Context: an optimization exercise on an open-source flow, tuned for small area and a short achievable clock period. The choices shown serve that exercise and are no tape-out recipe.
Only simulation tests tie the RTL to the original design; equivalence was not proved.
Power is estimated from default activity; no workload was simulated.

==> design/flow/design.v <==
module squall_q0 #(
    parameter DEPTH = 32,
    parameter AW    = 5
) (
    input  wire        clk,
    input  wire        rst,           
    input  wire        ev_valid,
    input  wire [63:0] ev_time,
    input  wire [15:0] ev_code,
    input  wire [7:0]  ev_src,
    input  wire [7:0]  ev_count,
    input  wire [31:0] ev_arg,
    input  wire        fr_ready,
    output reg         fr_valid,
    output wire [63:0] fr_time,
    output wire [15:0] fr_code,
    output wire [7:0]  fr_src,
    output wire [7:0]  fr_count,
    output wire [31:0] fr_arg,
    output reg  [AW:0] level,
    input  wire        lost_clr,
    output reg  [31:0] lost
);
    reg [63:0] e_time  [0:DEPTH-1];
    reg [15:0] e_code  [0:DEPTH-1];
    reg [7:0]  e_src   [0:DEPTH-1];
    reg [7:0]  e_count [0:DEPTH-1];
    reg [31:0] e_arg   [0:DEPTH-1];
    reg [63:0] hd_time;
    reg [15:0] hd_code;
    reg [7:0]  hd_src;
    reg [7:0]  hd_count;
    reg [31:0] hd_arg;
    reg [AW-1:0] head;
    reg [AW-1:0] tail;
    reg          full;
    reg          one;             
    assign fr_time  = hd_time;
    assign fr_code  = hd_code;
    assign fr_src   = hd_src;
    assign fr_count = hd_count;
    assign fr_arg   = hd_arg;
    wire pop       = fr_valid && fr_ready;
    wire space     = !full || fr_ready;
    wire do_lose   = ev_valid && full && !fr_ready;
    wire do_append = ev_valid && space;
    wire [7:0] in_count = (ev_count == 8'd0) ? 8'd1 : ev_count;
    wire [1:0] in_sev   = ev_code[11:10];
    reg [DEPTH-1:0] has_sev3, has_sev2, has_sev1;
    reg [1:0]       low_sev;
    reg [DEPTH-1:0] slot_low;
    reg [DEPTH-1:0] at_head;         
    reg [DEPTH-1:0] below_tail;      
    reg [DEPTH-1:0] tail_oh;
    reg [DEPTH-1:0] head_oh;
    reg [DEPTH-1:0] next_oh;         
    reg [2*DEPTH-1:0] low_2x;
    reg [2*DEPTH-1:0] low_pre;       
    reg [2*DEPTH-1:0] repl_2x;
    reg [DEPTH-1:0] repl_oh;         
    integer i, s;
    always @* begin
        for (i = 0; i < DEPTH; i = i + 1) begin
            has_sev3[i]   = (e_code[i][11:10] == 2'd3);
            has_sev2[i]   = (e_code[i][11:10] == 2'd2);
            has_sev1[i]   = (e_code[i][11:10] == 2'd1);
            at_head[i]    = (i >= head);
            below_tail[i] = (i < tail);
            tail_oh[i]    = (i == tail);
            head_oh[i]    = (i == head);
        end
        next_oh = {head_oh[DEPTH-2:0], head_oh[DEPTH-1]};
        low_sev = (|has_sev3) ? 2'd3 : (|has_sev2) ? 2'd2 : (|has_sev1) ? 2'd1 : 2'd0;
        for (i = 0; i < DEPTH; i = i + 1)
            slot_low[i] = (e_code[i][11:10] == low_sev);
        low_2x = {slot_low, slot_low & at_head};
        low_pre = low_2x << 1;
        for (s = 1; s < 2*DEPTH; s = s * 2)
            low_pre = low_pre | (low_pre << s);
        repl_2x = low_2x & ~low_pre;
        repl_oh = repl_2x[2*DEPTH-1:DEPTH] | repl_2x[DEPTH-1:0];
    end
    reg [DEPTH-1:0]   match;
    reg [2*DEPTH-1:0] match_2x;
    reg [2*DEPTH-1:0] match_suf;     
    reg [2*DEPTH-1:0] merge_2x;
    reg [DEPTH-1:0]   merge_oh;      
    always @* begin
        for (i = 0; i < DEPTH; i = i + 1)
            match[i] = (e_code[i] == ev_code) && (e_src[i] == ev_src);
        match_2x = {match & below_tail, match & ~below_tail};
        match_suf = match_2x >> 1;
        for (s = 1; s < 2*DEPTH; s = s * 2)
            match_suf = match_suf | (match_suf >> s);
        merge_2x = match_2x & ~match_suf;
        merge_oh = merge_2x[2*DEPTH-1:DEPTH] | merge_2x[DEPTH-1:0];
    end
    wire merge_hit = |match;
    wire repl_ok   = do_lose && !merge_hit && (low_sev >= in_sev);
    wire do_merge  = do_lose && merge_hit;
    genvar g;
    generate
        for (g = 0; g < DEPTH; g = g + 1) begin : slot
            wire we  = (do_append && tail_oh[g]) || (repl_ok && repl_oh[g]);
            wire inc = do_merge && merge_oh[g];
            always @(posedge clk) begin
                if (we) begin
                    e_time[g] <= ev_time;
                    e_code[g] <= ev_code;
                    e_src[g]  <= ev_src;
                    e_arg[g]  <= ev_arg;
                end
                if (we)
                    e_count[g] <= in_count;
                else if (inc && e_count[g] != 8'hFF)
                    e_count[g] <= e_count[g] + 8'd1;
            end
        end
    endgenerate
    reg [63:0] nx_time;
    reg [15:0] nx_code;
    reg [7:0]  nx_src;
    reg [7:0]  nx_count;
    reg [31:0] nx_arg;
    always @* begin
        nx_time = 64'd0; nx_code = 16'd0; nx_src = 8'd0; nx_count = 8'd0; nx_arg = 32'd0;
        for (i = 0; i < DEPTH; i = i + 1) begin
            nx_time  = nx_time  | (e_time[i]  & {64{next_oh[i]}});
            nx_code  = nx_code  | (e_code[i]  & {16{next_oh[i]}});
            nx_src   = nx_src   | (e_src[i]   & {8{next_oh[i]}});
            nx_count = nx_count | (e_count[i] & {8{next_oh[i]}});
            nx_arg   = nx_arg   | (e_arg[i]   & {32{next_oh[i]}});
        end
    end
    wire hd_from_ev  = (do_append && (!fr_valid || (one && fr_ready))) ||
                       (repl_ok && |(repl_oh & head_oh));
    wire hd_from_nx  = pop && !one;
    wire hd_inc      = do_merge && |(merge_oh & head_oh);
    always @(posedge clk) begin
        if (hd_from_ev) begin
            hd_time  <= ev_time;
            hd_code  <= ev_code;
            hd_src   <= ev_src;
            hd_arg   <= ev_arg;
            hd_count <= in_count;
        end else if (hd_from_nx) begin
            hd_time  <= nx_time;
            hd_code  <= nx_code;
            hd_src   <= nx_src;
            hd_arg   <= nx_arg;
            hd_count <= nx_count;
        end else if (hd_inc && hd_count != 8'hFF)
            hd_count <= hd_count + 8'd1;
    end
    wire [AW:0] level_n = level + {{AW{1'b0}}, do_append} - {{AW{1'b0}}, pop};
    always @(posedge clk) begin
        if (rst) begin
            head     <= {AW{1'b0}};
            tail     <= {AW{1'b0}};
            full     <= 1'b0;
            one      <= 1'b0;
            fr_valid <= 1'b0;
            level    <= {(AW+1){1'b0}};
            lost     <= 32'd0;
        end else begin
            if (pop)
                head <= head + 1'b1;
            if (do_append)
                tail <= tail + 1'b1;
            level    <= level_n;
            full     <= level_n[AW];
            one      <= (level_n == 1);
            fr_valid <= (level_n != 0);
            if (lost_clr)
                lost <= {31'd0, do_lose};
            else if (do_lose && lost != 32'hFFFF_FFFF)
                lost <= lost + 32'd1;
        end
    end
endmodule
==> design/flow/run.sh <==
#!/bin/bash
# synth_recipe.tcl (not shown) runs the flow's synth.tcl, then flattens the netlist and writes it again
# the make line also repeats each setting of config.mk as NAME=value (left out here)
make -C /OpenROAD-flow-scripts/flow DESIGN_CONFIG=/design/flow/config.mk WORK_HOME=/design/flow/orfs CLKGATE_MAP_FILE= SYNTH_SCRIPT=/design/flow/synth_recipe.tcl finish
==> design/flow/config.mk <==
export PLATFORM = sky130hd
export DESIGN_NAME = squall_q0
export DESIGN_NICKNAME = squall_q0
export VERILOG_FILES = /design/flow/design.v
export SDC_FILE = /design/flow/constraint.sdc
export NUM_CORES = 4
export LEC_CHECK = 0
export ABC_CLOCK_PERIOD_IN_PS = 2000
export CAP_MARGIN = 40
export CORE_MARGIN = 2
export CORE_UTILIZATION = 40
export SLEW_MARGIN = 60
==> design/flow/constraint.sdc <==
create_clock -name core_clock -period 36.0 [get_ports {clk}]
set_input_delay 7.2000 -clock core_clock [delete_from_list [all_inputs] [get_ports {clk}]]
set_output_delay 7.2000 -clock core_clock [all_outputs]
set_load 0.01 [all_outputs]
==> flow_summary.yaml, run 1 <==
placement:
  gp_congestion: 1.01
  post-place-cells: 16500
  io_buffers: 299
  dp_hpwl_mm: 426
sta:
  relSlewSlack_pct: 52.4
  worstMarginPinSlew_ns: 0.708
  finalSetupViolations: 0
  period_needed_ns: 12.43
  clock.fmax_ghz: 0.0805
  rsz0062_at_grt: "no"
  final.setup.tns_ns: 0
  skew_ns: 0.103
  maxSlewViolCount: 0
  hold_violations: 0
  final.period_utilization_pct: 34.5
global_route:
  grt_pass1_wl_mm: 933
  grt_usage_pct: 30.3
  grt_max_degree: 81
  overflow: 0
  grt_pass1_vias: 109000
  antenna_found_initial: 40
clocking:
  cts_hold_buf: 0
  post_cts_buffers: 0
  cts.clk_slew.worst_paths_ns: 0.06
  cts_tree: "yes"
  insertion_delay_ns: 1.04
  h-tree-depth: 5
  ctsResizeCount: 0
  cts_root_buf: "clkbuf_16"
  numCtsBuffers: 433
  cts_sinks: 4274
  clk_path_buf_depth: 4
worst_setup_path:
  r2r_start: "e_code[19][11]"
  path_buf_inv: 8
  reg2reg_depth: 18
  critPathMostFrequentCell: "buf_4"
  cp.depth: 19
  slowest_delay_ns: 0.50
  path_max_fanout: 37
  cp_data_arrival_time_ns: 13.13
  setup.worst_path.start: "ev_code[11]"
  crit_required_ns: 36.70
  crit_family: "buffers and inverters"
  r2r_slack_ns: 28.63
  path_cells: "buf_2 -> buf_4 -> buf_6 -> xor2_1 -> nor4_1 -> nand4_1 -> nor2_1 -> or2_2 -> nor3b_1 -> nand4_1 -> nor3_2 -> and2_1 -> buf_4 -> nand2_1 -> o31ai_4 -> buf_4 -> buf_8 -> buf_6 -> buf_16"
  crit_slowest_cell: "buf_4"
  cp-end-kind: "register"
  r2r-end: "hd_arg[20]"
  endpoint: "e_time[19][56]"
  crit_type: "input port to register"
  critical_path.startpoint_type: "input port"
layout:
  area_delta_synth_final_pct: 16.9
  drive_above_1_share_pct: 15.5
  final_cells: 17400
  ff_latch_area_um2: 128000
  finalNetCount: 11500
  multiInputGateArea_um2: 44200
  fill_cells: 36700
hold_path:
  worstHoldPathType: "register to register"
  hold_depth: 2
synth:
  synth_flop_cell: "edfxtp_1"
  synth-seq-area-share_pct: 73.6
  synthAdderAreaFrac_pct: 0.372
  netlist_area_um2: 174000
  synth-simple-area-share_pct: 5.75
  yosys-top-cells-count: "edfxtp_1 (4224), a22oi_1 (1192), xor2_1 (729)"
  syn_inst: 10700
  synthTopCellsByArea: "edfxtp_1 (73%), a22oi_1 (5.2%), xor2_1 (3.7%)"
  ys_async_sr_fraction_pct: 0
  ys_warn_count: 6
  synth_top_area_share_pct: 73.0
  yosysTopAreaCell: "edfxtp_1"
  synth_xor_area_share_pct: 5.04
  synth_top_family_by_area: "compound AO/OA/AOI/OAI gates"
  muxShareOfSynthArea_pct: 2.44
  yosys.cell_count.top_type: "edfxtp_1"
  synth_edf_count: 4224
  synth_compound_area_share_pct: 10.9
  synth_area_per_cell_um2: 16.2
  syn_nets: 10900
  synth_cell_type_count: 105
  ys_ff_latch: 4274
floorplan:
  fp.dieH_um: 663
  rows: 242
  dieWidth_um: 663
  die_area_um2: 440000
  pin_count: 300
  start_util_pct: 40.1
  core_area_um2: 434000
power_and_ir_drop:
  p_leak_nw: 64.0
  p_per_area_nw_per_um2: 54.3
  peakVddDrop_mv: 0.0475
run:
  cap_violations: 0
detailed_routing:
  first_iter_violations: 20400
  drtPass1Iterations: 12
  vias_per_cell: 6.58
  ant_nets: 0
  dr_total_vias: 114000
  drc: 0
  routedWlPerCell_um: 39.6
  wl_mm: 688
status:
  outcome: "no timing/DRC/antenna violations"
-- state kept, by name (all words and copies together) (netlist names), 16 cells and up --
register,count
hd_time,64
e_count,256
e_src,256
e_arg,1024
hd_code,16
e_code,512
hd_arg,32
lost,32
e_time,2048
-- routing by layer --
layer	track usage, %	wire length, µm
met1	41.9	265000
met2	47.1	312000
met3	6.04	79300
met4	12.2	31700
met5	0	171
-- worst reg2reg max path: cells and delay by family, from the launching register on --
kind	cells	cell delay, ns
buffers and inverters	5	1.65
AND/OR/NAND/NOR	6	1.98
AO/OA/AOI/OAI	7	2.70
flip-flops	1	0.53
-- cell families (layout without fill, tap and decap cells) --
group	count (synthesis)	after routing
AO/OA/AOI/OAI	2379	2379
XOR/XNOR	999	999
adder cells (fa/ha/maj)	51	51
buffers and inverters	780	1679
flip-flops	4274	4274
multiplexers	352	352
other	0	10
AND/OR/NAND/NOR	1891	1891
-- power breakdown --
part	leakage [nW]	switching, W	total [W]	internal, W
Sequential	38.4	0.0000550	0.00565	0.00560
Combinational	18.8	0.000555	0.000862	0.000307
Clock	6.85	0.00196	0.00452	0.00256
Total	64.0	0.00257	0.0110	0.00846
-- cell type report --
| class | instances | area share [%] |
|---|---|---|
| clock buffers | 514 | 5.58 |
| well taps | 5734 | 3.53 |
| flip-flops and latches | 4274 | 63.0 |
| repair buffers | 801 | 4.53 |
| diodes | 10 | 0.0123 |
| multi-input cells | 5672 | 21.8 |
| inverters | 91 | 0.276 |
| clock inverters | 273 | 1.34 |
-- cell usage in the layout (no fill, tap or decap), types with 191 or more instances in the layout --
cell / synthesis / routed
a22oi_1: 1192 / 1191
xor2_1: 729 / 712
a221oi_1: 253 / 250
edfxtp_1: 4224 / 4224
clkbuf_16: 0 / 441
xnor2_1: 270 / 260
nand4_1: 386 / 386
nor2_1: 232 / 200
a22o_1: 249 / 249
nand3_1: 416 / 414
nand2_1: 263 / 260
buf_4: 4 / 195
clkdlybuf4s50_1: 0 / 191
a222oi_1: 253 / 253
-- how the worst min path moves through the flow --
stage | start | end
finish | lost[16] | lost[16]
global route | lost[16] | lost[16]
CTS | lost[16] | lost[16]
detailed placement | lost[16] | lost[16]
global placement | lost[19] | lost[19]
floorplan | lost[16] | lost[16]
-- metrics by stage --
stage | setup slack [ns] | power (W) | hold slack (ns) | util (%) | instance area [µm²]
final | 23.57 | 0.0110 | 0.518 | 46.8 | 203000
after global placement | 21.64 | 0.00657 | 0.475 | 42.5 | 184000
after CTS | 23.73 | 0.0110 | 0.513 | 46.6 | 202000
after detailed placement | 22.70 | 0.00660 | 0.505 | 43.4 | 188000
after global routing | 23.59 | 0.0113 | 0.565 | 46.8 | 203000
after floorplan | 20.17 | 0.00613 | 0.510 | - | 174000
==> run 2: changes to the inputs <==
==> design/flow/config.mk (replaced) <==
export PLATFORM = sky130hd
export DESIGN_NAME = squall_q0
export DESIGN_NICKNAME = squall_q0
export VERILOG_FILES = /design/flow/design.v
export SDC_FILE = /design/flow/constraint.sdc
export NUM_CORES = 4
export LEC_CHECK = 0
export CAP_MARGIN = 20
export CORE_MARGIN = 2
export CORE_UTILIZATION = 40
export SLEW_MARGIN = 20
==> flow_summary.yaml, run 2 <==
detailed_routing:
  first_iter_violations: 20400
  wl_mm: 689
  vias_per_cell: 6.60
  drtPass1Iterations: 9
  drc: 0
  routedWlPerCell_um: 40.0
  ant_nets: 0
  dr_total_vias: 114000
placement:
  io_buffers: 299
  place_ws_ns: 21.61
  dp_hpwl_mm: 405
  gp_congestion: 1.01
sta:
  rsz0062_at_grt: "no"
  fin_ws_ns: 22.36
  final.period_utilization_pct: 37.9
  clock.fmax_ghz: 0.0733
  period_needed_ns: 13.64
  skew_ns: 0.105
  hold_violations: 0
  final.setup.tns_ns: 0
  finalSetupViolations: 0
  worstMarginPinSlew_ns: 1.29
  maxSlewViolCount: 0
  relSlewSlack_pct: 14.0
layout:
  area_delta_synth_final_pct: 13.8
  layout_common_cells: "edfxtp_1 (4224), a22oi_1 (1192), xor2_1 (729)"
  largest-register: "e_time"
  finalNetCount: 11300
  final_common_cell: "edfxtp_1"
  top_regs: "e_time (2048), e_arg (1024), e_code (512)"
  largest_reg_flops: 2048
  ff_latch_area_um2: 128000
  fill_cells: 37400
  multiInputGateArea_um2: 43100
  drive_above_1_share_pct: 12.4
synth:
  ys_async_sr_fraction_pct: 0
  yosys.cell_count.top_type: "edfxtp_1"
  ys_ff_latch: 4274
  netlist_area_um2: 174000
  synth_area_per_cell_um2: 16.2
  synthTopCellsByArea: "edfxtp_1 (73%), a22oi_1 (5.2%), xor2_1 (3.7%)"
  ys_warn_count: 6
  yosysTopAreaCell: "edfxtp_1"
  yosys-top-cells-count: "edfxtp_1 (4224), a22oi_1 (1192), xor2_1 (729)"
  synth_cell_type_count: 105
  syn_nets: 10900
  synth_edf_count: 4224
  synth_flop_cell: "edfxtp_1"
  syn_inst: 10700
  synth_top_area_share_pct: 73.0
  synth-seq-area-share_pct: 73.6
worst_setup_path:
  cp-end-kind: "register"
  crit_type: "input port to register"
  cp_data_arrival_time_ns: 14.21
  cp.depth: 17
  setup.worst_path.start: "ev_code[5]"
  path_max_fanout: 50
  r2r_start: "e_code[19][11]"
  critPathMostFrequentCell: "buf_4"
  reg2reg_depth: 16
  slowest_delay_ns: 0.88
  crit_required_ns: 36.57
  path_buf_inv: 6
  critical_path.startpoint_type: "input port"
  crit_family: "simple AND/OR/NAND/NOR gates"
  crit_slowest_cell: "nor4_1"
  path_cells: "buf_2 -> buf_4 -> xor2_1 -> nor4_1 -> nand4_1 -> nor3_1 -> buf_4 -> nor4_1 -> nand4_1 -> nor3_1 -> and2_1 -> buf_4 -> a21oi_1 -> a41o_4 -> nand2_4 -> buf_4 -> buf_4"
clocking:
  insertion_delay_ns: 1.05
  cts_hold_buf: 0
  cts_root_buf: "clkbuf_16"
  cts.clk_slew.worst_paths_ns: 0.06
  numCtsBuffers: 434
  cts_sinks: 4274
  post_cts_buffers: 0
  h-tree-depth: 5
  clk_path_buf_depth: 4
  cts_tree: "yes"
  ctsResizeCount: 0
global_route:
  overflow: 0
  antenna_found_initial: 40
  grt_pass1_wl_mm: 933
  grt_max_degree: 98
  grt_usage_pct: 30.3
  grt_pass1_vias: 109000
floorplan:
  core_area_um2: 434000
  start_util_pct: 40.1
  die_area_um2: 440000
  rows: 242
  pin_count: 300
  dieWidth_um: 663
  fp.dieH_um: 663
status:
  outcome: "no timing/DRC/antenna violations"
hold_path:
  hold_start: "lost[16]"
  hold_depth: 2
  worstHoldPathType: "register to register"
power_and_ir_drop:
  peakVddDrop_mv: 0.0420
  p_leak_nw: 62.0
  p_per_area_nw_per_um2: 55.2
run:
  cap_violations: 0
==> run 2: cell families (layout without fill, tap and decap cells) <==
group | count (synthesis) | after routing | share of synthesized area, %
xor+xnor | 999 | 999 | 5.04
other cells | 0 | 14 | 0
fa+ha+maj | 51 | 51 | 0.372
simple gates | 1891 | 1891 | 5.75
flops | 4274 | 4274 | 73.6
compound gates | 2379 | 2379 | 10.9
mux | 352 | 352 | 2.44
buf+inv | 780 | 1523 | 1.89
==> run 2: layout make-up <==
| class | count | area share, % |
|---|---|---|
| Antenna cell | 14 | 0.0177 |
| Tap cell | 5734 | 3.63 |
| Multi-Input combinational cell | 5672 | 21.8 |
| Inverter | 91 | 0.233 |
| Sequential cell | 4274 | 64.7 |
| Clock inverter | 257 | 1.18 |
| Clock buffer | 539 | 5.73 |
| Timing Repair Buffer | 636 | 2.76 |
==> run 2: layer usage <==
| metal | GRT usage (%) | up-vias | share of wire (%) |
|---|---|---|---|
| li1 | - | 44800 | - |
| met3 | 5.98 | 1398 | 12 |
| met4 | 12.7 | 28 | 4.8 |
| met2 | 46.7 | 8362 | 45 |
| met1 | 42.1 | 59100 | 39 |
| met5 | 0 | - | 0.055 |
==> run 2: where the power goes <==
group | total (W) | leakage [nW] | switching (W) | internal, W
clock network | 0.00442 | 6.68 | 0.00195 | 0.00247
registers | 0.00566 | 38.4 | 0.0000550 | 0.00560
logic | 0.000828 | 16.9 | 0.000545 | 0.000283
total | 0.0109 | 62.0 | 0.00255 | 0.00836
==> run 2: final timing paths <==
path                              endpoint  slack (ns)
worst max-delay path            hd_arg[20]       22.36
worst min-delay path              lost[16]        0.51
worst max register to register  hd_arg[20]       26.81
worst min register to register    lost[16]        0.51
==> run 2: worst register-to-register path: stages, from the launching register on <==
cell and delay, ns:
edfxtp_1 0.71, nor2b_1 0.29, a2111oi_0 0.53, nand4_1 0.31, nor2_2 0.23, a21boi_4 0.07, buf_4 0.38, o221ai_1 0.70
o2111ai_2 0.43, nor4_4 0.55, nand4_1 0.48, o31ai_1 0.88, a32oi_1 0.23, a41o_4 0.53, nand2_4 0.74, buf_4 0.75
buf_4 0.80
==> run 2: stage by stage <==
stage / instances / util (%) / hold slack (ns) / power (W) / cell area, µm²
detailed placement: 16400 / 42.5 / 0.505 / 0.00658 / 184000
global placement: 16400 / 42.5 / 0.475 / 0.00657 / 184000
CTS: 17200 / 45.6 / 0.511 / 0.0109 / 198000
finish: 17200 / 45.6 / 0.507 / 0.0109 / 198000
floorplan: 10700 / - / 0.510 / 0.00613 / 174000
global route: 17200 / 45.6 / 0.572 / 0.0112 / 198000

## afterwards: timing with drivers on the ports
The results above use ideal ports. As a check the final layouts listed here were re-extracted and re-timed, cells and wires unchanged.
Step 1: set_driving_cell puts a clkbuf_16 on clk and a buf_2 on each other input, an assumption about the parent block.
Step 2 times the ports against the registers' clock, not the clock port: input delays grow and output delays shrink by t, the midpoint of the rising clock arrivals with the driver on.
Slacks: no drivers / after step 1 / after step 2; pairs: no drivers / after step 1.
run | shift t [ns] | setup WS [ns] | latest minus earliest clock arrival (ns) | pins driven straight from the clock port
run 1 | 1.099 | 23.574 / 23.646 / 22.548 | 0.106 / 0.107 | 1
run 2 | 1.104 | 22.357 / 22.437 / 21.333 | 0.106 / 0.106 | 1
After both steps setup and hold are still met in every run listed. For run 1, which loses most, drivers alone change the setup slack by +0.072 ns; drivers and shift together by -1.026 ns.
